From an optimization exercise on the open Yosys and OpenROAD flow, aimed at small area, a short achievable clock period and few clock cycles; shortcuts taken in it are not production practice.
Function was checked by simulation only, so behaviour that the tests miss may differ from the original.
Power and IR drop assume default switching activity.

==> flow/design.v <==
module tumbler_sel (
    input  wire               clk,
    input  wire               rst,
    input  wire               wr_en,
    input  wire [4:0]         wr_pos,
    input  wire signed [23:0] wr_key,
    input  wire signed [7:0]  wr_temp,
    input  wire               wr_elig,
    input  wire               wr_fb,
    input  wire               wr_activate,
    input  wire               start,
    input  wire signed [15:0] lvl_n,
    input  wire [11:0]        lvl_f,
    input  wire signed [31:0] iarm,
    input  wire [7:0]         max_swap,
    input  wire [10:0]        f_dead,
    input  wire               therm_en,
    input  wire               frac_rotate,
    input  wire [15:0]        hyst,
    input  wire [7:0]         depth,
    input  wire               rate_en,
    input  wire [23:0]        credit_add,
    input  wire signed [7:0]  t0,
    input  wire [15:0]        gain,
    input  wire [15:0]        i_db,
    output reg                ready,
    output reg                done,
    output reg  [95:0]        cmd,
    output reg                out_pol,
    output reg  [5:0]         out_m,
    output reg  [11:0]        out_f,
    output reg                dir,
    output reg                pos_clamp,
    output reg                neg_clamp,
    output reg                frac_drop,
    output reg                frac_valid,
    output reg  [4:0]         frac_pos,
    output reg  [7:0]         swaps,
    output reg  [5:0]         healthy
);
    localparam NC = 32;
    localparam RW = 26;              
    localparam [2:0] C_BLOCK    = 3'd0,
                     C_BYPASS   = 3'd1,
                     C_INS_POS  = 3'd2,
                     C_INS_NEG  = 3'd3,
                     C_FRAC_POS = 3'd4,
                     C_FRAC_NEG = 3'd5;
    integer i;
    function automatic lt28(input [27:0] x, input [27:0] y);
        reg l;
        integer k;
        begin
            l = 1'b0;
            for (k = 0; k < 28; k = k + 1)
                l = (~x[k] & y[k]) | ((~x[k] | y[k]) & l);
            lt28 = l;
        end
    endfunction
    function automatic margin_gt(input [27:0] x, input [27:0] y, input [27:0] h);
        reg [27:0] a, b, sm, cy;
        reg [31:0] g, p;
        integer k, w;
        begin
            a  = ~y;
            b  = ~h;
            sm = x ^ a ^ b;
            cy = {(x[26:0] & a[26:0]) | (x[26:0] & b[26:0]) | (a[26:0] & b[26:0]), 1'b0};
            g = 32'd0;
            p = {32{1'b1}};
            for (k = 0; k < 27; k = k + 1) begin
                g[k] = sm[k] & cy[k];
                p[k] = sm[k] ^ cy[k];
            end
            g[0] = g[0] | p[0];
            for (w = 1; w < 32; w = w * 2)
                for (k = 0; k + w < 32; k = k + 2 * w) begin
                    g[k] = g[k+w] | (p[k+w] & g[k]);
                    p[k] = p[k+w] & p[k];
                end
            margin_gt = ~(sm[27] ^ cy[27] ^ g[0]);
        end
    endfunction
    function automatic ltt16(input [15:0] x, input [15:0] y);
        reg [15:0] l, e;
        integer k, w;
        begin
            for (k = 0; k < 16; k = k + 1) begin
                l[k] = ~x[k] & y[k];
                e[k] = ~(x[k] ^ y[k]);
            end
            for (w = 1; w < 16; w = w * 2)
                for (k = 0; k + w < 16; k = k + 2 * w) begin
                    l[k] = l[k+w] | (e[k+w] & l[k]);
                    e[k] = e[k+w] & e[k];
                end
            ltt16 = l[0];
        end
    endfunction
    function automatic [26:0] add27(input [26:0] x, input [26:0] y);
        reg c;
        integer k;
        begin
            c = 1'b0;
            for (k = 0; k < 27; k = k + 1) begin
                add27[k] = x[k] ^ y[k] ^ c;
                c = (x[k] & y[k]) | ((x[k] | y[k]) & c);
            end
        end
    endfunction
    function automatic [24:0] add24(input [23:0] x, input [23:0] y);
        reg c;
        integer k;
        begin
            c = 1'b0;
            for (k = 0; k < 24; k = k + 1) begin
                add24[k] = x[k] ^ y[k] ^ c;
                c = (x[k] & y[k]) | ((x[k] | y[k]) & c);
            end
            add24[24] = c;
        end
    endfunction
    function automatic [7:0] dec8(input [7:0] x, input [1:0] c);
        reg b;
        integer k;
        begin
            dec8[0] = x[0] ^ c[0];
            b       = ~x[0] & c[0];
            dec8[1] = x[1] ^ c[1] ^ b;
            b       = (~x[1] & (c[1] | b)) | (c[1] & b);
            for (k = 2; k < 8; k = k + 1) begin
                dec8[k] = x[k] ^ b;
                b       = ~x[k] & b;
            end
        end
    endfunction
    reg [RW-1:0]      ek_lo  [0:NC-1];
    reg [RW-1:0]      ek_hi  [0:NC-1];
    reg signed [7:0]  temp   [0:NC-1];
    reg        [23:0] credit [0:NC-1];
    reg [NC-1:0]      elig;
    reg [3*NC-1:0]    hist;
    reg               cm;            
    reg [NC-1:0]      fb;
    reg [NC-1:0]      pen_ok;
    reg [15:0]        pen_gain;
    reg signed [7:0]  pen_t0;
    reg               wp_v;
    reg               rc_ph;         
    reg               wp_w;          
    reg               rc_arm;        
    reg [4:0]         rc_e;
    reg [RW-1:0]      rc_s, rc_d;
    reg [4:0]         wp_pos;
    reg [23:0]        wp_key;
    reg signed [7:0]  wp_temp;
    reg               wp_elig, wp_fb, wp_act;
    reg [7:0]         wp_dep;
    reg               busy;
    reg               rst_r;
    reg [31:0]        lsn;           
    reg [NC-1:0]      ins;
    reg [5:0]         ins_cnt;
    reg               fresh;         
    reg               pos;           
    reg               low;           
    reg signed [15:0] s_n;
    reg [11:0]        s_f;
    reg [10:0]        s_f_dead;
    reg               s_therm_en;
    reg               s_rotate;
    reg [15:0]        s_hyst;
    reg [7:0]         s_max_swap;
    reg [7:0]         s_depth;
    reg               s_rate_en;
    reg [23:0]        s_credit_add;
    reg signed [7:0]  s_t0;
    reg [15:0]        s_gain;
    reg [7:0]         sw_cnt;
    reg               pf_v;
    reg [4:0]         pf_p;
    reg [5:0]         cnt_pos, cnt_neg, ins_pos_cnt, ins_neg_cnt;
    reg [NC-1:0]      ins_pos0, ins_neg0;
    always @* begin
        cnt_pos = 6'd0; cnt_neg = 6'd0; ins_pos_cnt = 6'd0; ins_neg_cnt = 6'd0;
        for (i = 0; i < NC; i = i + 1) begin
            ins_pos0[i] = elig[i] & (hist[3*i +: 3] == C_INS_POS);
            ins_neg0[i] = elig[i] & fb[i] & (hist[3*i +: 3] == C_INS_NEG);
            cnt_pos     = cnt_pos + {5'd0, elig[i]};
            cnt_neg     = cnt_neg + {5'd0, elig[i] & fb[i]};
            ins_pos_cnt = ins_pos_cnt + {5'd0, ins_pos0[i]};
            ins_neg_cnt = ins_neg_cnt + {5'd0, ins_neg0[i]};
        end
    end
    reg [NC-1:0] crr, av_p, av_n, cr_p, cr_n;
    reg [6:0]    th_p0, th_p1, th_n0, th_n1;
    always @* begin
        for (i = 0; i < NC; i = i + 1) begin
            crr[i]  = credit[i][23:16] != 8'd0;
            av_p[i] = elig[i];
            av_n[i] = elig[i] & fb[i];
            cr_p[i] = av_p[i] & crr[i];
            cr_n[i] = av_n[i] & crr[i];
        end
        th_p0 = {2'b00, cnt_pos[5:1]};
        th_n0 = {2'b00, cnt_neg[5:1]};
        th_p1 = {2'b00, cnt_pos[5:1]};
        th_n1 = {2'b00, cnt_neg[5:1]};
    end
    wire [5:0] mg_p  = (lvl_n[14:6] != 9'd0)    ? 6'd63 : lvl_n[5:0];
    wire [5:0] mg_n  = (lvl_n[14:6] != 9'h1ff)  ? 6'd63 : ~lvl_n[5:0];
    wire       st_flip = lvl_n[15] ? ({1'b0, mg_n} >= (rate_en ? th_n1 : th_n0))
                                   : ({1'b0, mg_p} >= (rate_en ? th_p1 : th_p0));
    reg          flip;           
    wire [NC-1:0] ins0   = pos ? ins_pos0 : ins_neg0;
    wire [NC-1:0] av_s   = pos ? av_p : av_n;
    wire [NC-1:0] cr_s   = pos ? cr_p : cr_n;
    wire [NC-1:0] alt_s  = (!s_rate_en || cr_s == {NC{1'b0}}) ? av_s : cr_s;
    wire [NC-1:0] st_ins = (flip && ins0 == {NC{1'b0}}) ? alt_s : ins0;
    reg  [5:0]    st_cnt;
    always @* begin
        st_cnt = 6'd0;
        for (i = 0; i < NC; i = i + 1)
            st_cnt = st_cnt + {5'd0, st_ins[i]};
    end
    wire [NC-1:0] ins_e = fresh ? st_ins : ins;
    wire [5:0]    cnt_e = fresh ? st_cnt : ins_cnt;
    wire dir_chg = !iarm[31] ? ((iarm[30:16] != 15'd0) || ltt16(i_db, iarm[15:0]))
                             : ((iarm[30:16] != 15'h7fff) || !ltt16(~iarm[15:0], i_db));
    wire st_dir  = dir_chg ? iarm[31] : dir;
    reg [16:0]        p_m;
    reg [11:0]        p_fp;
    reg [5:0]         p_avail_cnt;
    reg               p_pos_clamp;
    reg               p_neg_clamp;
    reg               p_frac_drop;
    always @* begin
        if (!s_n[15]) begin
            p_m   = {1'b0, s_n};
            p_fp  = s_f;
        end else if (s_f == 12'd0) begin
            p_m   = -{s_n[15], s_n};
            p_fp  = 12'd0;
        end else begin
            p_m   = ~{s_n[15], s_n};
            p_fp  = 12'd0 - s_f;
        end
        if (s_f_dead != 11'd0 && p_fp != 12'd0) begin
            if (p_fp < {1'b0, s_f_dead}) begin
                p_fp = 12'd0;
            end else if ({1'b0, p_fp} >= 13'd4096 - {2'b00, s_f_dead}) begin
                p_m  = p_m + 17'd1;
                p_fp = 12'd0;
            end
        end
        p_avail_cnt = pos ? cnt_pos : cnt_neg;
        p_pos_clamp = 1'b0;
        p_neg_clamp = 1'b0;
        if (!pos && fb == {NC{1'b0}}) begin
            p_m  = 17'd0;
            p_fp = 12'd0;
            p_neg_clamp = 1'b1;
        end else if (p_m > {11'd0, p_avail_cnt}) begin
            p_m  = {11'd0, p_avail_cnt};
            p_fp = 12'd0;
            if (pos) p_pos_clamp = 1'b1;
            else     p_neg_clamp = 1'b1;
        end
        p_frac_drop = 1'b0;
        if (p_fp != 12'd0 && p_m[5:0] == p_avail_cnt) begin
            p_fp = 12'd0;
            p_frac_drop = 1'b1;
        end
    end
    wire [5:0] m = p_m[5:0];
    reg [NC-1:0]      avail, outs, has_cr, has_cr2;
    reg [RW-1:0]      rku [0:NC-1];      
    always @* begin
        for (i = 0; i < NC; i = i + 1) begin
            avail[i]   = elig[i] & (pos | fb[i]);
            outs[i]    = avail[i] & ~ins_e[i];
            has_cr[i]  = !s_rate_en || (credit[i][23:16] != 8'd0);
            has_cr2[i] = !s_rate_en || (credit[i][23:17] != 7'd0);
            rku[i]     = lsn[i] ? {~ek_lo[i][RW-1], ek_lo[i][RW-2:0]}
                             : {~ek_hi[i][RW-1], ek_hi[i][RW-2:0]};
        end
    end
    reg [4:0]         e_pos;
    reg               e_any;
    reg [NC-1:0]      e_oh;
    reg [RW:0]        e_k2;
    reg [23:0]        e_key;
    reg signed [7:0]  e_temp;
    reg signed [8:0]  e_dt;
    reg [23:0]        e_pen;
    reg [RW-1:0]      e_lo, e_hi;
    wire [RW+1:0]     f_k;
    always @* begin
        e_pos = 5'd0;
        e_any = 1'b0;
        for (i = NC - 1; i >= 0; i = i - 1)
            if (!pen_ok[i]) begin
                e_pos = i[4:0];
                e_any = 1'b1;
            end
        for (i = 0; i < NC; i = i + 1)
            e_oh[i] = (rc_ph ? rc_e : e_pos) == i[4:0];
        e_k2   = add27({rc_s[RW-1], ~rc_s[RW-1], rc_s[RW-2:0]},
                       {rc_d[RW-1], rc_d[RW-1], ~rc_d[RW-2:0]});
        e_key  = wp_w ? wp_key : e_k2[24:1];
        e_temp = wp_w ? wp_temp : temp[wp_pos];
        e_dt   = $signed({e_temp[7], e_temp}) - $signed({pen_t0[7], pen_t0});
        e_pen  = (e_dt > 0) ? pen_gain * e_dt[7:0] : 24'd0;
        e_lo   = add27({3'b000, e_pen}, {{(27-24){e_key[23]}}, e_key});
        e_hi   = add27({3'b000, e_pen}, {{(27-24){~e_key[23]}}, ~e_key});
    end
    wire wp_wr   = wp_v && wp_w;
    wire rc_p0   = !rc_ph && rc_arm && e_any && !wp_wr;
    wire rc_load = rc_ph && !wp_wr && !st_wr;
    wire st_low  = (st_dir == 1'b0) == !lvl_n[15];
    wire ph_nx   = !(busy && hold && pen_new) && rc_p0;
    wire sel_nx  = ph_nx ? 1'b0 : (e_any ? 1'b1 : low);
    reg [NC-1:0] elig_nx;
    always @* begin
        for (i = 0; i < NC; i = i + 1)
            elig_nx[i] = rst_r ? 1'b0 : (wp_wr && wp_pos == i[4:0]) ? wp_elig : elig[i];
    end
    wire [15:0] eff_gain = s_therm_en ? s_gain : 16'd0;
    wire [7:0]  eff_t0   = (s_therm_en && s_gain != 16'd0) ? s_t0 : 8'sd0;
    wire pen_new = (eff_gain != pen_gain || eff_t0 != pen_t0);
    wire hold    = pen_new || pen_ok != {NC{1'b1}} || wp_v;
    reg [NC-1:0] f_pool;
    reg          f_excl;
    always @* begin
        f_excl = s_rotate && pf_v &&
                 ((outs & ~({{(NC-1){1'b0}}, 1'b1} << pf_p)) != {NC{1'b0}});
        for (i = 0; i < NC; i = i + 1)
            f_pool[i] = outs[i] && !(f_excl && pf_p == i[4:0]);
    end
    wire [NC*RW-1:0] rk_flat;
    genvar g;
    generate
        for (g = 0; g < NC; g = g + 1) begin : g_keys
            assign rk_flat[g*RW +: RW] = rku[g];
        end
    endgenerate
    wire [RW+1:0] b_k, w_k;
    wire [4:0]    b_pos, w_pos, f_pos;
    tsel_search #(.W(RW)) u_s (
        .rk(rk_flat),
        .b_mem(outs),   .b_tier(has_cr),
        .w_mem(ins_e),    .w_tier(has_cr),
        .f_mem((rc_ph || rc_arm) ? e_oh : f_pool), .f_tier(has_cr2),
        .b_k(b_k), .b_idx(b_pos),
        .w_k(w_k), .w_idx(w_pos),
        .f_k(f_k), .f_idx(f_pos));
    wire b_found = !b_k[RW+1];
    wire b_cr    = !b_k[RW];
    wire w_found = !w_k[RW+1];
    wire w_cr    = !w_k[RW];
    wire f_found = !f_k[RW+1];
    wire          swap_ok = b_found && w_found && b_cr && w_cr &&
                            margin_gt({2'b00, ~w_k[RW-1:0]}, {2'b00, b_k[RW-1:0]}, {12'd0, s_hyst});
    wire         frac_sel = (p_fp != 12'd0) && f_found;
    reg [2:0]    c_new  [0:NC-1];
    reg [1:0]    c_cost [0:NC-1];
    reg [23:0]   c_cred [0:NC-1];
    wire         cu = cm && s_rate_en;
    reg [2:0]    c_last, c_nw;
    reg [24:0]   c_sum;
    reg [23:0]   c_base;
    reg [7:0]    c_depth;
    always @* begin
        c_depth = (s_depth == 8'd0) ? 8'd1 : s_depth;
        for (i = 0; i < NC; i = i + 1) begin
            c_last = hist[3*i +: 3];
            c_nw   = cmd[3*i +: 3];
            if (!elig[i])
                c_new[i] = C_BLOCK;
            else if (ins_e[i])
                c_new[i] = pos ? C_INS_POS : C_INS_NEG;
            else if (frac_sel && f_pos == i[4:0])
                c_new[i] = pos ? C_FRAC_POS : C_FRAC_NEG;
            else
                c_new[i] = C_BYPASS;
            if (c_nw == C_BLOCK || c_last == C_BLOCK)
                c_cost[i] = 2'd0;
            else if (c_nw == C_FRAC_POS || c_nw == C_FRAC_NEG)
                c_cost[i] = 2'd2;
            else if (c_last == C_FRAC_POS || c_last == C_FRAC_NEG)
                c_cost[i] = (c_nw == C_BYPASS) ? 2'd0 : 2'd1;
            else
                c_cost[i] = (c_nw == c_last) ? 2'd0 : 2'd1;
            c_sum = add24(credit[i], s_credit_add);
            if (lt28({3'd0, c_depth, 16'd0}, {3'd0, c_sum}))
                c_base = {c_depth, 16'd0};
            else
                c_base = c_sum[23:0];
            if (c_base[23:17] == 7'd0 && (c_cost[i][1] || (c_cost[i][0] && !c_base[16])))
                c_cred[i] = 24'd0;
            else
                c_cred[i] = {dec8(c_base[23:16], c_cost[i]), c_base[15:0]};
        end
    end
    wire st_go    = !busy && start;
    wire st_wr    = !busy && !start && wr_en;
    wire go       = busy && !hold;
    wire do_add   = go && (cnt_e < m);
    wire do_rem   = go && !(cnt_e < m) && (cnt_e > m);
    wire do_swap  = go && (cnt_e == m) && (sw_cnt < s_max_swap) && swap_ok;
    wire do_commit = go && (cnt_e == m) && !((sw_cnt < s_max_swap) && swap_ok);
    always @(posedge clk) begin
        if (rst) begin
            busy       <= 1'b0;
            ready      <= 1'b1;
            pf_v       <= 1'b0;
            pen_ok     <= {NC{1'b1}};
            pen_gain   <= 16'd0;
            pen_t0     <= 8'sd0;
            wp_v       <= 1'b0;
            wp_w       <= 1'b0;
            cm         <= 1'b0;
            rc_ph      <= 1'b0;
            rc_arm     <= 1'b0;
            done       <= 1'b0;
            cmd        <= 96'd0;
            out_pol    <= 1'b0;
            out_m      <= 6'd0;
            out_f      <= 12'd0;
            dir        <= 1'b0;
            pos_clamp  <= 1'b0;
            neg_clamp  <= 1'b0;
            frac_drop  <= 1'b0;
            frac_valid <= 1'b0;
            frac_pos   <= 5'd0;
            swaps      <= 8'd0;
            healthy    <= 6'd0;
        end else begin
            done <= do_commit;
            wp_v <= st_wr || rc_load;
            wp_w <= st_wr;
            if (wp_v)
                pen_ok[wp_pos] <= 1'b1;
            if (rc_load)
                pen_ok[rc_e] <= 1'b1;
            rc_ph  <= rc_p0;
            rc_arm <= e_any;
            if (st_go) begin
                busy  <= 1'b1;
                ready <= 1'b0;
                dir   <= st_dir;
                sw_cnt <= 8'd0;
            end
            if (busy && hold && pen_new) begin
                pen_gain <= eff_gain;
                pen_t0   <= eff_t0;
                pen_ok   <= {NC{1'b0}};
                rc_ph    <= 1'b0;
            end
            if (do_swap)
                sw_cnt <= sw_cnt + 8'd1;
            cm <= do_commit;
            if (cm) begin
                pf_v <= frac_valid;
                pf_p <= frac_pos;
            end
            if (go) begin
                for (i = 0; i < NC; i = i + 1)
                    cmd[3*i +: 3] <= c_new[i];
                out_pol    <= !pos;
                out_m      <= m;
                out_f      <= p_fp;
                pos_clamp  <= p_pos_clamp;
                neg_clamp  <= p_neg_clamp;
                frac_drop  <= p_frac_drop;
                healthy    <= cnt_pos;
                frac_valid <= frac_sel;
                frac_pos   <= frac_sel ? f_pos : 5'd0;
                swaps      <= sw_cnt;
            end
            if (do_commit) begin
                busy       <= 1'b0;
                ready      <= 1'b1;
            end
        end
    end
    always @(posedge clk) begin
        rst_r <= rst;
        if (rst_r) begin
            hist <= {3*NC{1'b0}};
            elig <= {NC{1'b0}};
            fb   <= {NC{1'b0}};
            for (i = 0; i < NC; i = i + 1)
                credit[i] <= 24'd0;
        end else begin
            if (cm)
                hist <= cmd;
            if (cu) begin
                for (i = 0; i < NC; i = i + 1)
                    if (elig[i])
                        credit[i] <= c_cred[i];
            end
            if (wp_wr) begin
                elig[wp_pos] <= wp_elig;
                fb[wp_pos]   <= wp_fb;
                if (wp_act)
                    credit[wp_pos] <= {((wp_dep == 8'd0) ? 8'd1 : wp_dep), 16'd0};
            end
        end
    end
    always @(posedge clk) begin
        if (!busy)
            lsn <= {NC{st_low}} & elig_nx;
        else
            lsn <= {NC{sel_nx}} & elig;
    end
    always @(posedge clk) begin
        if (wp_v) begin
            ek_lo[wp_pos] <= e_lo;
            ek_hi[wp_pos] <= e_hi;
        end
        if (!rc_ph) begin
            rc_e <= e_pos;
            rc_s <= f_k[RW-1:0];
        end
        if (wp_wr)
            temp[wp_pos] <= wp_temp;
        wp_temp <= wr_temp;
        wp_elig <= wr_elig;
        wp_fb   <= wr_fb;
        wp_act  <= wr_activate;
        wp_dep  <= depth;
        if (rc_ph)
            rc_d <= f_k[RW-1:0];
        if (rc_load) begin
            wp_pos <= rc_e;
        end else begin
            wp_pos <= wr_pos;
            wp_key <= wr_key;
        end
        if (!busy) begin
            flip         <= st_flip;
            pos          <= !lvl_n[15];
            low          <= st_low;
            s_n          <= lvl_n;
            s_f          <= lvl_f;
            s_f_dead     <= f_dead;
            s_therm_en   <= therm_en;
            s_rotate     <= frac_rotate;
            s_hyst       <= hyst;
            s_max_swap   <= max_swap;
            s_depth      <= depth;
            s_rate_en    <= rate_en;
            s_credit_add <= credit_add;
            s_t0         <= t0;
            s_gain       <= gain;
        end
        if (!busy)
            fresh <= 1'b1;
        else if (go)
            fresh <= 1'b0;
        if (go) begin
            for (i = 0; i < NC; i = i + 1)
                ins[i] <= (ins_e[i] || ((do_add || do_swap) && b_pos == i[4:0])) &&
                          !((do_rem || do_swap) && w_pos == i[4:0]);
            ins_cnt <= cnt_e + {5'd0, do_add} - {5'd0, do_rem};
        end
    end
endmodule
module tsel_search #(parameter W = 26) (
    input  wire [32*W-1:0] rk,
    input  wire [31:0]     b_mem, b_tier,
    input  wire [31:0]     w_mem, w_tier,
    input  wire [31:0]     f_mem, f_tier,
    output wire [W+1:0]    b_k, w_k, f_k,
    output wire [4:0]      b_idx, w_idx, f_idx
);
    function automatic lt28(input [27:0] x, input [27:0] y);
        reg l;
        integer k;
        begin
            l = 1'b0;
            for (k = 0; k < 28; k = k + 1)
                l = (~x[k] & y[k]) | ((~x[k] | y[k]) & l);
            lt28 = l;
        end
    endfunction
    wire [8*(W+2)-1:0] bq, wq, fq;
    wire [8*5-1:0]     biq, wiq, fiq;
    genvar q;
    generate
        for (q = 0; q < 8; q = q + 1) begin : gq
            wire [W-1:0] r0 = rk[(4*q+0)*W +: W];
            wire [W-1:0] r1 = rk[(4*q+1)*W +: W];
            wire [W-1:0] r2 = rk[(4*q+2)*W +: W];
            wire [W-1:0] r3 = rk[(4*q+3)*W +: W];
            wire c01 = lt28({{(28-W){1'b0}}, r1}, {{(28-W){1'b0}}, r0});
            wire c23 = lt28({{(28-W){1'b0}}, r3}, {{(28-W){1'b0}}, r2});
            wire c02 = lt28({{(28-W){1'b0}}, r2}, {{(28-W){1'b0}}, r0});
            wire c03 = lt28({{(28-W){1'b0}}, r3}, {{(28-W){1'b0}}, r0});
            wire c12 = lt28({{(28-W){1'b0}}, r2}, {{(28-W){1'b0}}, r1});
            wire c13 = lt28({{(28-W){1'b0}}, r3}, {{(28-W){1'b0}}, r1});
            tsel_quad #(.W(W), .TIE_HI(0)) u_qb (
                .r0(r0), .r1(r1), .r2(r2), .r3(r3),
                .c01(c01), .c23(c23), .c02(c02), .c03(c03), .c12(c12), .c13(c13),
                .mem(b_mem[4*q +: 4]), .tier(b_tier[4*q +: 4]), .q(q[2:0]),
                .k(bq[q*(W+2) +: W+2]), .idx(biq[q*5 +: 5]));
            tsel_quad #(.W(W), .TIE_HI(1)) u_qw (
                .r0(r0), .r1(r1), .r2(r2), .r3(r3),
                .c01(c01), .c23(c23), .c02(c02), .c03(c03), .c12(c12), .c13(c13),
                .mem(w_mem[4*q +: 4]), .tier(w_tier[4*q +: 4]), .q(q[2:0]),
                .k(wq[q*(W+2) +: W+2]), .idx(wiq[q*5 +: 5]));
            tsel_quad #(.W(W), .TIE_HI(0)) u_qf (
                .r0(r0), .r1(r1), .r2(r2), .r3(r3),
                .c01(c01), .c23(c23), .c02(c02), .c03(c03), .c12(c12), .c13(c13),
                .mem(f_mem[4*q +: 4]), .tier(f_tier[4*q +: 4]), .q(q[2:0]),
                .k(fq[q*(W+2) +: W+2]), .idx(fiq[q*5 +: 5]));
        end
    endgenerate
    tsel_min8 #(.W(W+2), .TIE_HI(0)) u_b (.keys_flat(bq), .idx_flat(biq), .k(b_k), .idx(b_idx));
    tsel_min8 #(.W(W+2), .TIE_HI(1)) u_w (.keys_flat(wq), .idx_flat(wiq), .k(w_k), .idx(w_idx));
    tsel_min8 #(.W(W+2), .TIE_HI(0)) u_f (.keys_flat(fq), .idx_flat(fiq), .k(f_k), .idx(f_idx));
endmodule
module tsel_quad #(parameter W = 26, parameter TIE_HI = 0) (
    input  wire [W-1:0] r0, r1, r2, r3,
    input  wire         c01, c23, c02, c03, c12, c13,
    input  wire [3:0]   mem, tier,
    input  wire [2:0]   q,
    output wire [W+1:0] k,
    output wire [4:0]   idx
);
    wire [1:0] t0 = {~mem[0], ~tier[0]};
    wire [1:0] t1 = {~mem[1], ~tier[1]};
    wire [1:0] t2 = {~mem[2], ~tier[2]};
    wire [1:0] t3 = {~mem[3], ~tier[3]};
    wire pa  = (t1 < t0) || (t1 == t0 && (TIE_HI ? !c01 : c01));
    wire pb  = (t3 < t2) || (t3 == t2 && (TIE_HI ? !c23 : c23));
    wire [1:0] ta = pa ? t1 : t0;
    wire [1:0] tb = pb ? t3 : t2;
    wire cab = pa ? (pb ? c13 : c12) : (pb ? c03 : c02);
    wire ph  = (tb < ta) || (tb == ta && (TIE_HI ? !cab : cab));
    wire s0  = !ph && !pa;
    wire s1  = !ph &&  pa;
    wire s2  =  ph && !pb;
    wire s3  =  ph &&  pb;
    wire [W-1:0] rr = ({W{s0}} & r0) | ({W{s1}} & r1) | ({W{s2}} & r2) | ({W{s3}} & r3);
    assign k   = {ph ? tb : ta, TIE_HI ? ~rr : rr};
    assign idx = {q, ph, ph ? pb : pa};
endmodule
module tsel_min8 #(parameter W = 8, parameter TIE_HI = 0) (
    input  wire [8*W-1:0] keys_flat,
    input  wire [8*5-1:0] idx_flat,
    output wire [W-1:0]   k,
    output wire [4:0]     idx
);
    function automatic lt28(input [27:0] x, input [27:0] y);
        reg l;
        integer j;
        begin
            l = 1'b0;
            for (j = 0; j < 28; j = j + 1)
                l = (~x[j] & y[j]) | ((~x[j] | y[j]) & l);
            lt28 = l;
        end
    endfunction
    genvar l, n;
    generate
        for (l = 0; l <= 3; l = l + 1) begin : lv
            localparam NN = 8 >> l;
            wire [W-1:0] kk [0:NN-1];
            wire [4:0]   ii [0:NN-1];
            for (n = 0; n < NN; n = n + 1) begin : nd
                if (l == 0) begin : leaf
                    assign kk[n] = keys_flat[n*W +: W];
                    assign ii[n] = idx_flat[n*5 +: 5];
                end else begin : node
                    wire [W-1:0] ka = lv[l-1].kk[2*n];
                    wire [W-1:0] kb = lv[l-1].kk[2*n+1];
                    wire         pick_b = TIE_HI ? !lt28({{(28-W){1'b0}}, ka}, {{(28-W){1'b0}}, kb})
                                                 :  lt28({{(28-W){1'b0}}, kb}, {{(28-W){1'b0}}, ka});
                    assign kk[n] = pick_b ? kb : ka;
                    assign ii[n] = pick_b ? lv[l-1].ii[2*n+1] : lv[l-1].ii[2*n];
                end
            end
        end
    endgenerate
    assign k   = lv[3].kk[0];
    assign idx = lv[3].ii[0];
endmodule
==> flow/config.mk <==
export PLATFORM = sky130hd
export DESIGN_NAME = tumbler_sel
export DESIGN_NICKNAME = tumbler_sel
export VERILOG_FILES = /design/flow/design.v
export SDC_FILE = /design/flow/constraint.sdc
export NUM_CORES = 8
export LEC_CHECK = 0
export CAP_MARGIN = 30
export CORE_MARGIN = 2
export CORE_UTILIZATION = 50
export PLACE_DENSITY = 0.65
export SLEW_MARGIN = 30
==> flow/run.sh <==
#!/bin/bash
# synth_recipe.tcl (not shown) runs the flow's synth.tcl, then flattens the netlist and writes it again
# the make line also repeats each setting of config.mk as NAME=value (left out here)
make -C /OpenROAD-flow-scripts/flow DESIGN_CONFIG=/design/flow/config.mk WORK_HOME=/design/flow/orfs CLKGATE_MAP_FILE= SYNTH_SCRIPT=/design/flow/synth_recipe.tcl finish
==> flow/constraint.sdc <==
create_clock -name core_clock -period 110.0 [get_ports {clk}]
set_input_delay 22.0000 -clock core_clock [delete_from_list [all_inputs] [get_ports {clk}]]
set_output_delay 22.0000 -clock core_clock [all_outputs]
set_load 0.01 [all_outputs]
==> results of run 1 <==
-- final timing paths --
check	depth (start not counted)	slack (ns)	to	from
setup / recovery	40	82.50	lsn[12]$_DFF_P_	i_db[1]
hold / removal	2	0.45	out_f[0]$_SDFFE_PP0P_	out_f[0]$_SDFFE_PP0P_
setup reg to reg	81	84.96	ins[18]$_DFFE_PP_	pos$_DFFE_PN_
hold reg to reg	2	0.45	out_f[0]$_SDFFE_PP0P_	out_f[0]$_SDFFE_PP0P_
-- power groups by stage --
stage          registers [mW]  logic [mW]  clock network, mW
2_1_floorplan            2.05        1.38                  0
3_3_place_gp             2.06        3.56                  0
6_report                 2.04        3.90               1.31
5_1_grt                  2.04        3.84               1.36
4_1_cts                  2.03        3.61               1.31
3_5_place_dp             2.06        3.60                  0
-- area by class of cell --
class                           count  area, µm²
Timing Repair Buffer             1173       9850
Tap cell                         6223       7790
Inverter                         1840       6970
Sequential cell                  3364      91700
Clock buffer                      498      10400
Antenna cell                      116        290
Fill cell                       41300     207000
Multi-Input combinational cell  17300     135000
Clock inverter                    195       2200
-- routing by layer --
metal	up-vias	global-route usage, %	share of wire (%)
met4	42	45.8	12
met1	109000	60.2	35
met2	17600	70.4	40
met3	4565	17.1	13
met5	-	0.560	0.051
li1	90500	-	-
-- cells in the mapped netlist (234+ instances only) --
master,instances
edfxtp_1,2426
ha_1,637
o211ai_1,234
nand3_1,376
dfxtp_1,938
fa_1,1011
maj3_1,448
mux2i_1,1155
a22oi_1,326
mux2_2,898
nand4_1,251
o22ai_1,1154
a21oi_1,1147
inv_1,1833
a211oi_1,332
o21ai_0,1215
nand2_1,2062
clkbuf_1,724
nor2_1,1742
nand2b_1,242
nor3_1,353
a222oi_1,282
-- cell families after synthesis --
group           count (synthesis)  synth area share [%]
fa+ha+maj                    2109                  13.9
buf+inv                      2994                  5.23
flops                        3364                  38.7
mux                          2170                  10.1
xor+xnor                      129                 0.477
compound gates               6885                  20.0
simple gates                 6007                  11.6
-- critical path: cells and delay by family --
family | cells | cell delay [ns]
AND/OR/NAND/NOR | 29 | 3.21
AO/OA/AOI/OAI | 4 | 0.85
XOR/XNOR | 1 | 0.75
buffers and inverters | 5 | 1.36
adder cells (fa/ha/maj) | 1 | 0.29
-- flip-flops by register name, summed over array words and instances (netlist names), 96 cells and up --
signal	flops
cmd	96
credit	768
ek_hi	832
ek_lo	832
hist	96
temp	256
==> flow_summary.toml, run 1 <==
[cts]
clk_latency_ns = 1.12
cts_resized = 0
htree_levels = 5
cts_hold_buffers = 0
cts_made_buffers = 376
cts_tree = "yes"
clk_pin_slew_ns = 0.06
cts_root_buf = "clkbuf_16"
cts.sinks = 3364
post_cts_buffers = 0
clockBufferDepth = 4

[synth]
synth-seq-cells = 3364
synthCells = 23700
synth_area_per_cell_um2 = 10.0
yosysTopAreaCell = "edfxtp_1"
netlist_top_cells_area = "edfxtp_1 31%, fa_1 8.5%, dfxtp_1 7.9%, mux2i_1 4.9%, mux2_2 4.3%"
async_reset_ff_share_pct = 0
seq_area_frac_synth_pct = 38.7
yosysUniqueCellTypes = 148
synth_nets = 25500
synth-edff-count = 2426
ys.flop_type = "edfxtp_1"
yosys.area.top_type_share_pct = 30.8
yosys_warnings = 8
syn_area_um2 = 237000

[floorplanning]
die-area_um2 = 479000
num_rows = 252
dieHeight_um = 692
die_w_um = 692
ioPinCount = 355
start_util_pct = 50.3
core_um2 = 471000

[worst_setup_path]
crit_slowest_cell = "xnor2_2"
max_stage_delay_ns = 0.75
crit_path_frequent_cell = "nor2_1"
end_kind = "flip-flop"
crit_type = "input pin to flip-flop"
critPathMaxFanout = 22
crit_required_ns = 110.97
worstSetupStartpointType = "input pin"
critPathArrivalTime_ns = 28.47

[grt]
antenna_found_initial = 133
grt_pass1_wl_um = 1670000
grt_start_max_net_pins = 113
grt_use_total_pct = 50.1
grt_pass1_vias = 204000
grt_overflow = 0

[power]
switching_share_pct = 52.2
internal-power_mw = 3.47
p_leak_nw = 90.3
peakVddDrop_uv = 146
power.total_mw = 7.25
power.density_nw_per_um2 = 27.5
power_switching_mw = 3.78
pwr-share-clk_pct = 18.1
p_comb_share_pct = 53.8
pwr-share-seq_pct = 28.1

[sta]
tightest_slew_ns = 1.24
setup_viol = 0
skew_ns = 0.100
finalCritPeriodShare_pct = 25.0
setup_tns_ns = 0
fmax_ghz = 0.0364
rsz0062_at_grt = "false"
finalMaxSlewViolations = 0
hold_viol = 0
timing.hold.ws_ns = 0.450
fin_ws_ns = 82.50
slew_headroom_pct = 17.3
finalCriticalPeriod_ns = 27.50

[detailed_routing]
wire_per_inst_um = 40.4
first_pass_iters = 15
num_vias = 222000
drt_iter0_drc = 39000
vias_per_cell = 7.22
antenna_left = 0
finalWirelength_um = 1240000
drc = 0

[cells_and_area]
layout_commonest_cell = "edfxtp_1"
stdcell_count = 30700
syn2layout_area_growth_pct = 11.4
fin_util_pct = 56.0
final_cell_mix = "2426 x edfxtp_1, 2055 x nand2_1, 1775 x inv_1"
finalNetCount = 25900
drive_gt1_share_pct = 12.8
design_area_um2 = 264000

[place]
io_buffers = 354
dpl.cell_count = 29900
hpwl_um = 942000
gp_congestion = 1.14
dpl-instance-area_um2 = 250000
dp_slack_ns = 81.22

[run]
maxCapViolCount = 0

[worst_hold_path]
hp-class = "flip-flop to flip-flop"

[outcome]
status = "timing/DRC/antenna clean"
Testbench counts, summed over its fixed seeds: cycles 8,016.
==> run 2, diff against run 1 <==
==> flow/flow/run.sh (new file) <==
#!/bin/bash
# The standard layout (standard synthesis, floorplan, placement, clock
# tree, routing), with the timing repair asked to leave 85 ns of setup slack
# at the design's 110 ns clock, that is to reach a 25 ns period where it
# can. All output goes to standard.log here; ORFS keeps its per-step logs
# under orfs/logs.
set -euo pipefail
export SETUP_SLACK_MARGIN=85
bash standard.sh > standard.log 2>&1
==> flow/standard.sh (new file) <==
#!/bin/bash
# synth_recipe.tcl (not shown) runs the flow's synth.tcl, then flattens the netlist and writes it again
# the make line also repeats each setting of config.mk as NAME=value (left out here)
make -C /OpenROAD-flow-scripts/flow DESIGN_CONFIG=/design/flow/config.mk WORK_HOME=/design/flow/orfs CLKGATE_MAP_FILE= SYNTH_SCRIPT=/design/flow/synth_recipe.tcl "${@:-finish}"
removed: flow/run.sh
==> flow_summary.toml, run 2 <==
[sta]
skew_ns = 0.149
setup_tns_ns = 0
fin_ws_ns = 84.46
slew_headroom_pct = 13.6
finalMaxSlewViolations = 0
finalCritPeriodShare_pct = 23.2
finalCriticalPeriod_ns = 25.54
fmax_ghz = 0.0391
rsz0062_at_grt = "true"
hold_viol = 0
tightest_slew_ns = 1.30
setup_viol = 0

[synth]
synth_area_per_cell_um2 = 10.0
synthCells = 23700
synthTopCellsByCount = "2426 x edfxtp_1, 2062 x nand2_1, 1833 x inv_1, 1742 x nor2_1, 1215 x o21ai_0"
syn_area_um2 = 237000
yosys_warnings = 8
yosysMostFrequentCell = "edfxtp_1"
ys.flop_type = "edfxtp_1"
synth-seq-cells = 3364
synth-edff-count = 2426
netlist_top_cells_area = "edfxtp_1 31%, fa_1 8.5%, dfxtp_1 7.9%, mux2i_1 4.9%, mux2_2 4.3%"
async_reset_ff_share_pct = 0
synth_nets = 25500
yosys.area.top_type_share_pct = 30.8
yosysTopAreaCell = "edfxtp_1"
yosysUniqueCellTypes = 148
seq_area_frac_synth_pct = 38.7

[cts]
cts.sinks = 3364
htree_levels = 5
cts_root_buf = "clkbuf_16"
clk_pin_slew_ns = 0.06
clockBufferDepth = 4
cts_made_buffers = 374
cts_hold_buffers = 0
clk_latency_ns = 1.10
cts_tree = "yes"

[grt]
antenna_found_initial = 111
grt_pass1_vias = 206000
grt_use_total_pct = 49.6
grt_overflow = 0
grt_pass1_wl_um = 1670000
grt_start_max_net_pins = 87

[worst_setup_path]
max_stage_delay_ns = 0.32
crit_type = "input pin to flip-flop"
crit_slowest_cell = "nor2_4"
critPathMaxFanout = 8
crit_required_ns = 110.99
ff2ff_setup_slack_ns = 85.54
end_kind = "flip-flop"
crit_path_frequent_cell = "nor2_1"
critPathArrivalTime_ns = 26.53
worstSetupStartpointType = "input pin"

[place]
dp_slack_ns = 81.14
dpl.cell_count = 29900
io_buffers = 354
gp_congestion = 1.10
hpwl_um = 938000

[detailed_routing]
drt_iter0_drc = 38500
finalWirelength_um = 1230000
drc = 0
num_vias = 222000
antenna_left = 0
wire_per_inst_um = 40.1
first_pass_iters = 15
vias_per_cell = 7.22

[cells_and_area]
layout_commonest_cell = "edfxtp_1"
syn2layout_area_growth_pct = 11.8
stdcell_count = 30700
reg.largest.list = "ek_hi x832, ek_lo x832, credit x768"
drive_gt1_share_pct = 13.2
final_cell_mix = "2426 x edfxtp_1, 2054 x nand2_1, 1770 x inv_1"
finalNetCount = 26000

[power]
peakVddDrop_uv = 244
p_leak_nw = 90.7
power.density_nw_per_um2 = 27.5
power.total_mw = 7.29

[floorplanning]
core_um2 = 471000
dieHeight_um = 692
die-area_um2 = 479000
num_rows = 252
ioPinCount = 355
die_w_um = 692
start_util_pct = 50.3

[outcome]
status = "timing/DRC/antenna clean"

[run]
maxCapViolCount = 0

[worst_hold_path]
hp-class = "flip-flop to flip-flop"
-- run 2: cell families after synthesis --
group,synth area share (%)
AO/OA/AOI/OAI,20.0
buffers and inverters,5.23
XOR/XNOR,0.477
AND/OR/NAND/NOR,11.6
multiplexers,10.1
adder cells (fa/ha/maj),13.9
flip-flops,38.7
-- run 2: power by group --
part           switching [mW]  leakage (nW)  internal (mW)
clock network           0.577          6.26          0.760
logic                    3.20          54.5          0.714
registers              0.0213          30.0           2.02
-- run 2: worst max-delay path, delay by kind of cell --
| family | cells | cell delay, ns |
|---|---|---|
| simple gates | 29 | 2.57 |
| buf+inv | 5 | 0.80 |
| compound gates | 3 | 0.57 |
| fa+ha+maj | 1 | 0.31 |
| xor+xnor | 1 | 0.19 |
-- run 2: per-layer routing --
metal  GRT usage, %  up-vias  share of wire (%)
met4           43.6       44                 11
met2           71.8    17500                 41
met5          0.450        -              0.058
met1           59.8   109000                 35
li1               -    90500                  -
met3           15.1     4583                 13
-- run 2: repair_timing --
item,4_1_cts,5_1_grt
gates resized for setup,84,46
gates cloned,5,1
pin swaps,14,17
buffers inserted,8,1
endpoints found under the setup margin,34,66
-- run 2: layout make-up --
class,count,area [µm²]
antenna,75,188
multi-input combinational,17300,135000
fill,40800,206000
clock inverter,209,2630
tap,6223,7790
timing repair buffer,1209,10200
inverter,1840,7010
sequential,3364,91700
timing repair inverter,1,16.3
clock buffer,486,10300
-- run 2: path summary, 6_finish.rpt --
kind	end	cells past startpoint	start
worst min-delay path	out_f[4]$_SDFFE_PP0P_	2	out_f[4]$_SDFFE_PP0P_
worst min register to register	out_f[4]$_SDFFE_PP0P_	2	out_f[4]$_SDFFE_PP0P_
worst max-delay path	lsn[27]$_DFF_P_	39	iarm[2]
worst max register to register	ins[19]$_DFFE_PP_	83	credit[20][19]$_DFFE_PP_
-- run 2: metrics by stage --
stage	instance area (µm²)	hold WS [ns]	utilization [%]
final	265000	0.456	56.2
after global routing	265000	0.469	56.2
after detailed placement	251000	0.445	53.2
after global placement	250000	0.438	53.0
after floorplan	237000	0.429	-
after CTS	264000	0.458	56.0
==> run 3, diff against run 2 <==
==> flow/flow/run.sh (replaced) <==
#!/bin/bash
# The standard layout (standard synthesis, floorplan, placement, clock
# tree, routing), with the timing repair asked to leave 86 ns of setup slack
# at the design's 110 ns clock, that is to reach a 24 ns period where it
# can. All output goes to standard.log here; ORFS keeps its per-step logs
# under orfs/logs.
set -euo pipefail
export SETUP_SLACK_MARGIN=86
bash standard.sh > standard.log 2>&1
==> flow_summary.toml, run 3 <==
[outcome]
status = "timing/DRC/antenna clean"

[cts]
clk_latency_ns = 1.11
cts.sinks = 3364
clockBufferDepth = 4
clk_pin_slew_ns = 0.07
cts_made_buffers = 364
cts_tree = "yes"
htree_levels = 5
cts_root_buf = "clkbuf_16"

[worst_hold_path]
hp-class = "flip-flop to flip-flop"
min_path_cells = 2

[detailed_routing]
num_vias = 223000
drt_iter0_drc = 39300
first_pass_iters = 14
finalWirelength_um = 1250000
vias_per_cell = 7.26
drc = 0
antenna_left = 0
wire_per_inst_um = 40.7

[power]
power.density_nw_per_um2 = 27.8
p_leak_nw = 91.1
peakVddDrop_uv = 443
power.total_mw = 7.37

[place]
gp_congestion = 1.13
hpwl_um = 953000
io_buffers = 354

[sta]
finalCritPeriodShare_pct = 23.1
setup_viol = 0
rsz0062_at_grt = "true"
hold_viol = 0
skew_ns = 0.119
finalMaxSlewViolations = 0
finalCriticalPeriod_ns = 25.43
fmax_ghz = 0.0393
setup_tns_ns = 0
slew_headroom_pct = 16.9
tightest_slew_ns = 1.25

[synth]
synth_nets = 25500
yosys_warnings = 8
yosysUniqueCellTypes = 148
netlist_top_cells_area = "edfxtp_1 31%, fa_1 8.5%, dfxtp_1 7.9%, mux2i_1 4.9%, mux2_2 4.3%"
synth-seq-cells = 3364
synthTopCellsByCount = "2426 x edfxtp_1, 2062 x nand2_1, 1833 x inv_1, 1742 x nor2_1, 1215 x o21ai_0"
syn_area_um2 = 237000
yosysTopAreaCell = "edfxtp_1"
seq_area_frac_synth_pct = 38.7
synthCells = 23700
synth-edff-count = 2426
yosysMostFrequentCell = "edfxtp_1"
ys.flop_type = "edfxtp_1"
async_reset_ff_share_pct = 0
synth_area_per_cell_um2 = 10.0
yosys.area.top_type_share_pct = 30.8

[worst_setup_path]
max_stage_delay_ns = 0.34
r2r_end = "rc_s[24]$_DFFE_PN_"
critPathMaxFanout = 4
crit_type = "input pin to flip-flop"
r2r_start = "pos$_DFFE_PN_"
crit_required_ns = 110.94
ff2ff_setup_slack_ns = 85.97
end_kind = "flip-flop"
crit_start = "i_db[1]"
cp-endpoint = "lsn[28]$_DFF_P_"
crit_slowest_cell = "nor2_4"
crit_path_frequent_cell = "nor2_1"
worstSetupStartpointType = "input pin"
reg2reg_depth = 60
critPathArrivalTime_ns = 26.37

[floorplanning]
num_rows = 252
core_um2 = 471000
start_util_pct = 50.3
ioPinCount = 355
dieHeight_um = 692
die-area_um2 = 479000
die_w_um = 692

[grt]
grt_pass1_wl_um = 1690000
grt_start_max_net_pins = 89
antenna_found_initial = 116
grt_use_total_pct = 50.3
grt_overflow = 0
grt_pass1_vias = 207000

[cells_and_area]
final_cell_mix = "2426 x edfxtp_1, 2048 x nand2_1, 1775 x inv_1"
drive_gt1_share_pct = 13.6
syn2layout_area_growth_pct = 11.8
layout_commonest_cell = "edfxtp_1"
finalNetCount = 25900
reg.largest.list = "ek_hi x832, ek_lo x832, credit x768"
num-fill-cells = 40500

[run]
maxCapViolCount = 0
[run 3: how the worst min path moves through the flow]
| stage | startpoint | endpoint | slack (ns) |
|---|---|---|---|
| 6_report | swaps[3]$_SDFFE_PP0P_ | swaps[3]$_SDFFE_PP0P_ | 0.45 |
| 4_1_cts | swaps[3]$_SDFFE_PP0P_ | swaps[3]$_SDFFE_PP0P_ | 0.45 |
| 2_1_floorplan | credit[0][0]$_SDFFE_PP0P_ | credit[0][0]$_SDFFE_PP0P_ | 0.43 |
| 5_1_grt | elig[0]$_SDFFE_PP0P_ | elig[0]$_SDFFE_PP0P_ | 0.48 |
| 3_3_place_gp | credit[27][0]$_SDFFE_PP0P_ | credit[27][0]$_SDFFE_PP0P_ | 0.44 |
| 3_5_place_dp | swaps[3]$_SDFFE_PP0P_ | swaps[3]$_SDFFE_PP0P_ | 0.45 |
[run 3: cells by family after synthesis]
logic type	Yosys count	synth area share, %
flops	3364	38.7
simple gates	6007	11.6
compound gates	6885	20.0
mux	2170	10.1
fa+ha+maj	2109	13.9
xor+xnor	129	0.477
buf+inv	2994	5.23
[run 3: repair_timing]
item | 4_1_cts | 5_1_grt
cloned | 4 | 3
endpoints found under the setup margin | 189 | 100
buffers inserted | 11 | 2
hold buffers | 0 | 0
resized for setup | 313 | 128
pin swaps | 36 | 36
[run 3: through the flow]
step / std cells / hold WS, ns / instance area [µm²] / util [%] / worst slack, ns
floorplan: 23700 / 0.429 / 237000 / - / 84.95
global placement: 29900 / 0.438 / 250000 / 53.0 / 81.30
detailed placement: 29900 / 0.445 / 251000 / 53.2 / 81.58
CTS: 30600 / 0.454 / 264000 / 55.9 / 84.39
global route: 30600 / 0.476 / 265000 / 56.1 / 84.29
finish: 30700 / 0.455 / 265000 / 56.2 / 84.57
[run 3: worst max-delay path, delay by kind of cell]
family | cells | cell delay (ns)
buf+inv | 7 | 0.77
compound gates | 5 | 0.71
fa+ha+maj | 1 | 0.25
xor+xnor | 1 | 0.19
simple gates | 29 | 2.42
[run 3: power breakdown]
| part | internal [mW] | total (mW) | switching (mW) |
|---|---|---|---|
| clock | 0.731 | 1.31 | 0.576 |
| sequential | 2.01 | 2.04 | 0.0213 |
| combinational | 0.720 | 4.03 | 3.31 |
[run 3: area by class of cell]
class,count,area (µm²),area share [%]
Clock inverter,201,2410,0.911
Multi-Input combinational cell,17300,135000,51.1
Antenna cell,120,300,0.113
Clock buffer,475,10100,3.81
Tap cell,6223,7790,2.94
Timing Repair Buffer,1189,10100,3.80
Sequential cell,3364,91800,34.7
Inverter,1840,7020,2.65
[run 3: layer usage]
metal	vias to the layer above	routed length, µm	share of wire (%)	GRT usage (%)
li1	90500	-	-	-
met2	18000	512000	41	71.8
met5	-	558	0.045	0.270
met3	4904	162000	13	16.5
met4	45	142000	11	45.4
met1	109000	435000	35	60.3
==> run 4, diff against run 3 <==
--- a/flow/design.v
+++ b/flow/design.v
@@ -158,7 +158,7 @@
     reg [7:0]         wp_dep;
     reg               busy;
     reg               rst_r;
-    reg [31:0]        lsn;           
+    reg [15:0]        lsn;           
     reg [NC-1:0]      ins;
     reg [5:0]         ins_cnt;
     reg               fresh;         
@@ -281,7 +281,7 @@
             outs[i]    = avail[i] & ~ins_e[i];
             has_cr[i]  = !s_rate_en || (credit[i][23:16] != 8'd0);
             has_cr2[i] = !s_rate_en || (credit[i][23:17] != 7'd0);
-            rku[i]     = lsn[i] ? {~ek_lo[i][RW-1], ek_lo[i][RW-2:0]}
+            rku[i]     = lsn[i/2] ? {~ek_lo[i][RW-1], ek_lo[i][RW-2:0]}
                              : {~ek_hi[i][RW-1], ek_hi[i][RW-2:0]};
         end
     end
@@ -509,10 +509,11 @@
         end
     end
     always @(posedge clk) begin
-        if (!busy)
-            lsn <= {NC{st_low}} & elig_nx;
-        else
-            lsn <= {NC{sel_nx}} & elig;
+        for (i = 0; i < NC / 2; i = i + 1)
+            if (!busy)
+                lsn[i] <= st_low & (elig_nx[2*i] | elig_nx[2*i+1]);
+            else
+                lsn[i] <= sel_nx & (elig[2*i] | elig[2*i+1]);
     end
     always @(posedge clk) begin
         if (wp_v) begin
==> flow_summary.toml, run 4 <==
[worst_setup_path]
critPathArrivalTime_ns = 25.65
cp-endpoint = "lsn[11]$_DFF_P_"
critPathMaxFanout = 5
crit_start = "i_db[1]"
reg2reg_depth = 88
crit_path_frequent_cell = "nor2_1"
crit_required_ns = 110.95
max_stage_delay_ns = 0.27
r2r_start = "credit[6][19]$_DFFE_PP_"
end_kind = "flip-flop"
crit_slowest_cell = "and2_4"
worstSetupStartpointType = "input pin"
ff2ff_setup_slack_ns = 86.42
r2r_end = "ins[7]$_DFFE_PP_"
crit_type = "input pin to flip-flop"

[cells_and_area]
design_area_um2 = 270000
syn2layout_area_growth_pct = 11.1
layout_commonest_cell = "edfxtp_1"
num-fill-cells = 42300
multi_input_comb_area_um2 = 139000
register_area_um2 = 91500
finalNetCount = 27100
final_cell_mix = "2426 x edfxtp_1, 2242 x inv_1, 2020 x nand2_1"
drive_gt1_share_pct = 12.2
reg.largest.list = "ek_hi x832, ek_lo x832, credit x768"

[synth]
ys.flop_type = "edfxtp_1"
netlist_top_cells_area = "edfxtp_1 30%, fa_1 8.3%, dfxtp_1 7.6%, mux2i_1 4.6%, mux2_2 3.8%"
synth-seq-cells = 3348
async_reset_ff_share_pct = 0
yosysUniqueCellTypes = 141
synth_area_per_cell_um2 = 9.77
synth-edff-count = 2426
synthTopCellsByCount = "2426 x edfxtp_1, 2295 x inv_1, 2032 x nand2_1, 1815 x nor2_1, 1327 x o21ai_0"
synth_nets = 26700
yosys_warnings = 8
yosysMostFrequentCell = "edfxtp_1"
syn_area_um2 = 243000
synthCells = 24800
yosys.area.top_type_share_pct = 30.0
seq_area_frac_synth_pct = 37.6
yosysTopAreaCell = "edfxtp_1"

[grt]
grt_start_max_net_pins = 163
antenna_found_initial = 109
grt_use_total_pct = 48.5
grtUsageMet2_pct = 68.9
grt.busiest_layer = "met2"
grt_overflow = 0
use_met3_pct = 15.9
grt_pass1_vias = 210000
grt_pass1_wl_um = 1680000
grt_use_met1_pct = 59.7

[sta]
fmax_ghz = 0.0405
finalCriticalPeriod_ns = 24.70
setup_tns_ns = 0
slew_headroom_pct = 11.0
tightest_slew_ns = 1.32
finalMaxSlewViolations = 0
setup_viol = 0
rsz0062_at_grt = "true"
finalCritPeriodShare_pct = 22.5
hold_viol = 0
fin_ws_ns = 85.30
skew_ns = 0.110

[place]
dpl-instance-area_um2 = 256000
gp_congestion = 1.13
dp_slack_ns = 82.97
io_buffers = 354
hpwl_um = 942000

[detailed_routing]
vias_per_cell = 7.11
antenna_left = 1
drc = 0
wire_per_inst_um = 38.6
num_vias = 228000
drt_iter0_drc = 38900
finalWirelength_um = 1230000
first_pass_iters = 13

[floorplanning]
ioPinCount = 355
num_rows = 255
die_w_um = 701
start_util_pct = 50.3
die-area_um2 = 491000
core_um2 = 483000
dieHeight_um = 701

[cts]
clk_pin_slew_ns = 0.06
cts.sinks = 3348
htree_levels = 5
cts_tree = "yes"
clk_latency_ns = 1.11
cts_made_buffers = 372
clockBufferDepth = 4
cts_root_buf = "clkbuf_16"

[power]
peakVddDrop_uv = 165
power.density_nw_per_um2 = 27.1
p_leak_nw = 94.7

[run]
maxCapViolCount = 0

[worst_hold_path]
hp-class = "flip-flop to flip-flop"

[outcome]
status = "complete, but fails checks"
so_faults = "antenna violations"
run 4: worst max-delay path: cells and delay by family:
kind	cells	cell delay (ns)
buffers and inverters	4	0.37
adders and majority gates	1	0.25
xor gates and xnor gates	1	0.18
and+or+nand+nor	29	2.35
AOI/OAI and AO/OA	4	0.52
run 4: metrics by stage:
step	power [mW]	hold slack (ns)	util (%)	std cells
final	7.31	0.451	55.8	32000
after global routing	7.25	0.472	55.8	31900
after CTS	7.03	0.453	55.7	31900
after detailed placement	5.74	0.447	53.1	31200
after global placement	5.67	0.436	52.9	31200
after floorplan	3.32	0.429	-	24800
run 4: power by group:
group | internal [mW] | switching (mW)
logic | 0.708 | 3.28
clock network | 0.734 | 0.572
registers | 2.00 | 0.0273
run 4: per-layer routing:
layer / wire (µm) / share of wire, % / up-vias
met1: 438000 / 35 / 112000
met2: 501000 / 41 / 17300
met4: 131000 / 11 / 46
met3: 166000 / 13 / 4290
li1: - / - / 94200
met5: 436 / 0.035 / -
run 4: area by class of cell:
class                           instances  area share (%)
Clock buffer                          476            3.74
Sequential cell                      3348            33.9
Multi-Input combinational cell      18000            51.6
Tap cell                             6425            2.98
Timing Repair Buffer                 1146            3.54
Antenna cell                           85          0.0789
Clock inverter                        214           0.906
Inverter                             2306            3.24
run 4: worst min-delay path by stage:
stage,start,end,slack [ns],cells after the start
CTS,healthy[3]$_SDFFE_PP0P_,healthy[3]$_SDFFE_PP0P_,0.45,2
finish,healthy[3]$_SDFFE_PP0P_,healthy[3]$_SDFFE_PP0P_,0.45,2
floorplan,credit[0][0]$_SDFFE_PP0P_,credit[0][0]$_SDFFE_PP0P_,0.43,2
global route,healthy[3]$_SDFFE_PP0P_,healthy[3]$_SDFFE_PP0P_,0.47,2
detailed placement,healthy[3]$_SDFFE_PP0P_,healthy[3]$_SDFFE_PP0P_,0.45,2
global placement,ready$_SDFFE_PP1P_,ready$_SDFFE_PP1P_,0.44,1
run 4: cell families after synthesis:
| family | synth area share (%) |
|---|---|
| AO/OA/AOI/OAI | 20.3 |
| XOR/XNOR | 0.487 |
| adder cells (fa/ha/maj) | 13.7 |
| buffers and inverters | 5.82 |
| flip-flops | 37.6 |
| multiplexers | 9.28 |
| AND/OR/NAND/NOR | 12.8 |
run 4: timing repair:
item / in CTS / in global routing
buffers inserted: 8 / 12
setup endpoints to repair: 216 / 100
hold buffers: 0 / 0
cloned: 1 / 2
pin swaps: 20 / 27
gates resized for setup: 316 / 65
Testbench counts of run 4, summed over its fixed seeds: cycles 8,016.
==> run 5, diff against run 4 <==
--- a/flow/design.v
+++ b/flow/design.v
@@ -454,7 +454,7 @@
             if (busy && hold && pen_new) begin
                 pen_gain <= eff_gain;
                 pen_t0   <= eff_t0;
-                pen_ok   <= {NC{1'b0}};
+                pen_ok   <= ~elig;
                 rc_ph    <= 1'b0;
             end
             if (do_swap)
==> flow/flow/run.sh (replaced) <==
#!/bin/bash
set -euo pipefail
export SETUP_SLACK_MARGIN=86
export MAX_REPAIR_ANTENNAS_ITER_DRT=20
bash standard.sh > standard.log 2>&1
==> flow_summary.toml, run 5 <==
[outcome]
status = "timing/DRC/antenna clean"

[worst_setup_path]
end_kind = "flip-flop"
crit_type = "input pin to flip-flop"
worstSetupStartpointType = "input pin"
max_stage_delay_ns = 0.26
crit_required_ns = 110.96
ff2ff_setup_slack_ns = 86.58
critPathMaxFanout = 5
r2r_end = "ins[8]$_DFFE_PP_"
reg2reg_depth = 89
critPathArrivalTime_ns = 25.78
r2r_start = "credit[8][19]$_DFFE_PP_"
crit_slowest_cell = "ha_4"
crit_path_frequent_cell = "nor2_1"

[place]
io_buffers = 354
hpwl_um = 942000
gp_congestion = 1.14
dpl-instance-area_um2 = 254000
dpl.cell_count = 30800

[sta]
timing.hold.ws_ns = 0.456
setup_viol = 0
setup_tns_ns = 0
fmax_ghz = 0.0403
finalMaxSlewViolations = 0
finalCriticalPeriod_ns = 24.82
tightest_slew_ns = 1.32
hold_viol = 0
rsz0062_at_grt = "true"
skew_ns = 0.115
finalCritPeriodShare_pct = 22.6
slew_headroom_pct = 11.5

[synth]
async_reset_ff_share_pct = 0
seq_area_frac_synth_pct = 37.8
syn_area_um2 = 242000
synthTopCellsByCount = "2426 x edfxtp_1, 2255 x inv_1, 1987 x nand2_1, 1639 x nor2_1, 1202 x o21ai_0"
netlist_top_cells_area = "edfxtp_1 30%, fa_1 8.4%, dfxtp_1 7.6%, mux2i_1 4.5%, mux2_2 3.8%"
yosysTopAreaCell = "edfxtp_1"
ys.flop_type = "edfxtp_1"
synth-edff-count = 2426
yosys_warnings = 8
synth_area_per_cell_um2 = 9.87
yosys.area.top_type_share_pct = 30.2
yosysMostFrequentCell = "edfxtp_1"
yosysUniqueCellTypes = 141
synth-seq-cells = 3348
synthCells = 24500
synth_nets = 26300

[run]
maxCapViolCount = 0

[power]
internal-power_mw = 2.83
power_switching_mw = 2.42
power.density_nw_per_um2 = 19.6
switching_share_pct = 46.1
p_leak_nw = 93.2
pwr-share-clk_pct = 24.6
peakVddDrop_uv = 68.5
pwr-share-seq_pct = 32.9
p_comb_share_pct = 42.5

[floorplanning]
die_w_um = 699
die-area_um2 = 489000
start_util_pct = 50.1
num_rows = 255
dieHeight_um = 699
core_um2 = 482000
ioPinCount = 355

[cts]
clockBufferDepth = 4
cts_tree = "yes"
htree_levels = 5
clk_pin_slew_ns = 0.06
cts_made_buffers = 375
cts.sinks = 3348
cts_root_buf = "clkbuf_16"
cts_hold_buffers = 0
clk_latency_ns = 1.11

[grt]
grt_start_max_net_pins = 86
grt_pass1_wl_um = 1660000
antenna_found_initial = 117
grt_use_total_pct = 48.4
grt_pass1_vias = 208000
grt_overflow = 0

[detailed_routing]
vias_per_cell = 7.12
finalWirelength_um = 1220000
num_vias = 225000
drc = 0
drt_iter0_drc = 38300
first_pass_iters = 14
wire_per_inst_um = 38.8
antenna_left = 0

[cells_and_area]
design_area_um2 = 268000
syn2layout_area_growth_pct = 10.9
final_cell_mix = "2426 x edfxtp_1, 2203 x inv_1, 1973 x nand2_1"
stdcell_count = 31600
layout_commonest_cell = "edfxtp_1"
drive_gt1_share_pct = 12.3
finalNetCount = 26600
reg.largest.list = "ek_hi x832, ek_lo x832, credit x768"
fin_util_pct = 55.6

[worst_hold_path]
whs_endpoint = "swaps[0]$_SDFFE_PP0P_"
hp-class = "flip-flop to flip-flop"
min_path_cells = 2
hp-start = "swaps[0]$_SDFFE_PP0P_"
[run 5: power groups by stage]
stage | combinational (mW) | clock, mW | sequential, mW
2_1_floorplan | 0.759 | 0 | 1.74
3_3_place_gp | 2.06 | 0 | 1.75
3_5_place_dp | 2.08 | 0 | 1.75
4_1_cts | 2.08 | 1.29 | 1.73
5_1_grt | 2.18 | 1.34 | 1.73
6_report | 2.23 | 1.29 | 1.73
[run 5: how the worst max path moves through the flow]
stage	start	endpoint	slack (ns)	cells after the start
2_1_floorplan	i_db[1]	lsn[3]$_DFF_P_	85.22	38
3_3_place_gp	i_db[1]	lsn[10]$_DFF_P_	82.62	38
3_5_place_dp	i_db[1]	lsn[12]$_DFF_P_	83.04	38
4_1_cts	i_db[1]	lsn[2]$_DFF_P_	85.20	39
5_1_grt	i_db[1]	lsn[6]$_DFF_P_	84.87	39
6_report	i_db[1]	lsn[6]$_DFF_P_	85.18	39
[run 5: kinds of logic after synthesis]
logic type,after synthesis,synth area share [%]
compound gates,7102,20.5
xor+xnor,137,0.497
fa+ha+maj,2166,13.8
buf+inv,3433,5.83
flops,3348,37.8
mux,2006,9.17
simple gates,6273,12.4
[run 5: repair_timing]
action	CTS	global route
buffers inserted	7	1
gates resized for setup	417	55
gates cloned	2	0
pin swaps	12	5
setup endpoints to repair	206	81
[run 5: per-layer routing]
metal | GRT usage, % | routed length, µm
met1 | 59.7 | 437000
met2 | 69.2 | 498000
met3 | 15.1 | 162000
met4 | 40.0 | 128000
met5 | 0.0784 | 385
[run 5: critical path, delay by kind of cell]
| kind | cells | cell delay (ns) |
|---|---|---|
| AND/OR/NAND/NOR | 29 | 2.50 |
| AO/OA/AOI/OAI | 4 | 0.48 |
| buffers and inverters | 4 | 0.35 |
| adder cells (fa/ha/maj) | 1 | 0.26 |
| XOR/XNOR | 1 | 0.16 |
[run 5: layout make-up]
| cell class | instances | area (µm²) |
|---|---|---|
| antenna | 84 | 210 |
| clock inverter | 173 | 1760 |
| tap | 6425 | 8040 |
| timing repair buffer | 1095 | 9040 |
| multi-input combinational | 17700 | 138000 |
| fill | 42600 | 214000 |
| sequential | 3348 | 91500 |
| clock buffer | 518 | 10700 |
| inverter | 2267 | 8570 |
[run 5: metrics by stage]
step / setup slack, ns / total power, mW
2_1_floorplan: 85.22 / 2.50
3_5_place_dp: 83.04 / 3.83
5_1_grt: 84.87 / 5.25
3_3_place_gp: 82.62 / 3.81
6_report: 85.18 / 5.25
4_1_cts: 85.20 / 5.10
Testbench counts of run 5, summed over its fixed seeds: cycles 7,998.
==> run 6, diff against run 5 <==
--- a/flow/config.mk
+++ b/flow/config.mk
@@ -7,6 +7,6 @@
 export LEC_CHECK = 0
 export CAP_MARGIN = 30
 export CORE_MARGIN = 2
-export CORE_UTILIZATION = 50
-export PLACE_DENSITY = 0.65
+export CORE_UTILIZATION = 55
+export PLACE_DENSITY = 0.7
 export SLEW_MARGIN = 30
==> flow_summary.toml, run 6 <==
[outcome]
status = "timing/DRC/antenna clean"

[cells_and_area]
reg.largest.list = "ek_hi x832, ek_lo x832, credit x768"
final_cell_mix = "2426 x edfxtp_1, 2200 x inv_1, 1972 x nand2_1"
fin_util_pct = 61.1
num-fill-cells = 34600
design_area_um2 = 268000
syn2layout_area_growth_pct = 10.8
stdcell_count = 31000

[synth]
netlist_top_cells_area = "edfxtp_1 30%, fa_1 8.4%, dfxtp_1 7.6%, mux2i_1 4.5%, mux2_2 3.8%"
synth-seq-cells = 3348
synthTopCellsByCount = "2426 x edfxtp_1, 2255 x inv_1, 1987 x nand2_1, 1639 x nor2_1, 1202 x o21ai_0"
yosys_warnings = 8
seq_area_frac_synth_pct = 37.8
ys.flop_type = "edfxtp_1"
yosysMostFrequentCell = "edfxtp_1"
synthCells = 24500
synth_area_per_cell_um2 = 9.87

[cts]
cts_hold_buffers = 0
cts_made_buffers = 365
cts_tree = "yes"
clockBufferDepth = 4
cts_root_buf = "clkbuf_16"
clk_latency_ns = 1.13
htree_levels = 5
clk_pin_slew_ns = 0.06

[sta]
setup_viol = 0
setup_tns_ns = 0
slew_headroom_pct = 9.62
tightest_slew_ns = 1.32
skew_ns = 0.134
rsz0062_at_grt = "true"
hold_viol = 0
finalMaxSlewViolations = 0
finalCriticalPeriod_ns = 24.83
finalCritPeriodShare_pct = 22.6

[worst_setup_path]
worstSetupStartpointType = "input pin"
end_kind = "flip-flop"
crit_type = "input pin to flip-flop"
crit_required_ns = 110.96
crit_path_frequent_cell = "nor2_1"
crit_slowest_cell = "and2_4"
max_stage_delay_ns = 0.28

[run]
maxCapViolCount = 0

[grt]
grt_pass1_wl_um = 1710000
antenna_found_initial = 131
grt_start_max_net_pins = 89
grt_use_total_pct = 54.6
grt_pass1_vias = 217000

[detailed_routing]
drc = 0
wire_per_inst_um = 40.6
drt_iter0_drc = 43500
finalWirelength_um = 1260000
first_pass_iters = 17
num_vias = 234000
vias_per_cell = 7.54
antenna_left = 0

[power]
p_leak_nw = 93.1
power.total_mw = 5.26
power.density_nw_per_um2 = 19.7
peakVddDrop_uv = 79.4

[place]
dpl.cell_count = 30200
dpl-instance-area_um2 = 254000
hpwl_um = 948000
io_buffers = 354

[floorplanning]
start_util_pct = 55.2
ioPinCount = 355
core_um2 = 438000
num_rows = 243
dieHeight_um = 667
die_w_um = 667

[worst_hold_path]
hp-class = "flip-flop to flip-flop"
run 6: cell counts after synthesis:
No cell type changed its count.
run 6: report_power, final:
group          leakage, nW  switching (mW)  internal [mW]  total [mW]
registers             29.8          0.0163           1.71        1.73
clock network         5.89           0.573          0.699        1.27
logic                 57.4            1.84          0.424        2.26
run 6: final timing paths:
path | start | to | slack [ns] | cells past startpoint
setup / recovery | i_db[1] | lsn[3]$_DFF_P_ | 85.17 | 39
hold / removal | credit[15][0]$_SDFFE_PP0P_ | credit[15][0]$_SDFFE_PP0P_ | 0.47 | 2
setup reg to reg | credit[14][19]$_DFFE_PP_ | ins[20]$_DFFE_PP_ | 86.02 | 91
hold reg to reg | credit[15][0]$_SDFFE_PP0P_ | credit[15][0]$_SDFFE_PP0P_ | 0.47 | 2
run 6: repair_timing:
action / CTS / global route
gates resized for setup: 429 / 74
cloned: 1 / 3
setup buffers: 2 / 11
pin swaps: 13 / 23
setup endpoints to repair: 235 / 92
run 6: metal layers:
metal | vias up | wire [µm] | global-route usage [%]
met5 | - | 782 | 0.857
met4 | 68 | 153000 | 52.0
met3 | 6376 | 187000 | 21.2
met2 | 21600 | 500000 | 76.0
met1 | 112000 | 417000 | 63.8
li1 | 93200 | - | -
run 6: final cells by class:
cell class                      instances  area [µm²]  area share [%]
Timing Repair Buffer                 1130        9600            3.59
Multi-Input combinational cell      17700      138000            51.7
Antenna cell                          135         338           0.126
Clock buffer                          464       10000            3.74
Sequential cell                      3348       91500            34.2
Clock inverter                        209        2080           0.779
Tap cell                             5757        7200            2.69
Inverter                             2267        8590            3.21
run 6: worst max-delay path, delay by kind of cell:
family	cells	cell delay (ns)
simple gates	29	2.47
compound gates	4	0.52
buf+inv	4	0.33
fa+ha+maj	1	0.25
xor+xnor	1	0.20
run 6: cell families (layout without fill, tap and decap cells):
kind of cell	after synthesis	after routing	share of synthesized area, %
muxes	2006	2006	9.17
buffers and inverters	3433	4070	5.83
DFF	3348	3348	37.8
adders and majority gates	2166	2166	13.8
other	0	135	0
and+or+nand+nor	6273	6276	12.4
AOI/OAI and AO/OA	7102	7103	20.5
xor gates and xnor gates	137	137	0.497
run 6: through the flow:
| stage | hold WS, ns | setup WS [ns] |
|---|---|---|
| floorplan | 0.429 | 85.22 |
| global placement | 0.438 | 82.64 |
| detailed placement | 0.448 | 82.99 |
| CTS | 0.458 | 85.12 |
| global route | 0.493 | 84.87 |
| finish | 0.469 | 85.17 |

Re-timed with assumed drivers on the ports (clkbuf_16 on the clock, buf_2 on other inputs), run 6 has 85.262 ns of setup slack against 85.174 ns with ideal ports, and 84.060 ns once port delays also move by the mid clock arrival of 1.202 ns.
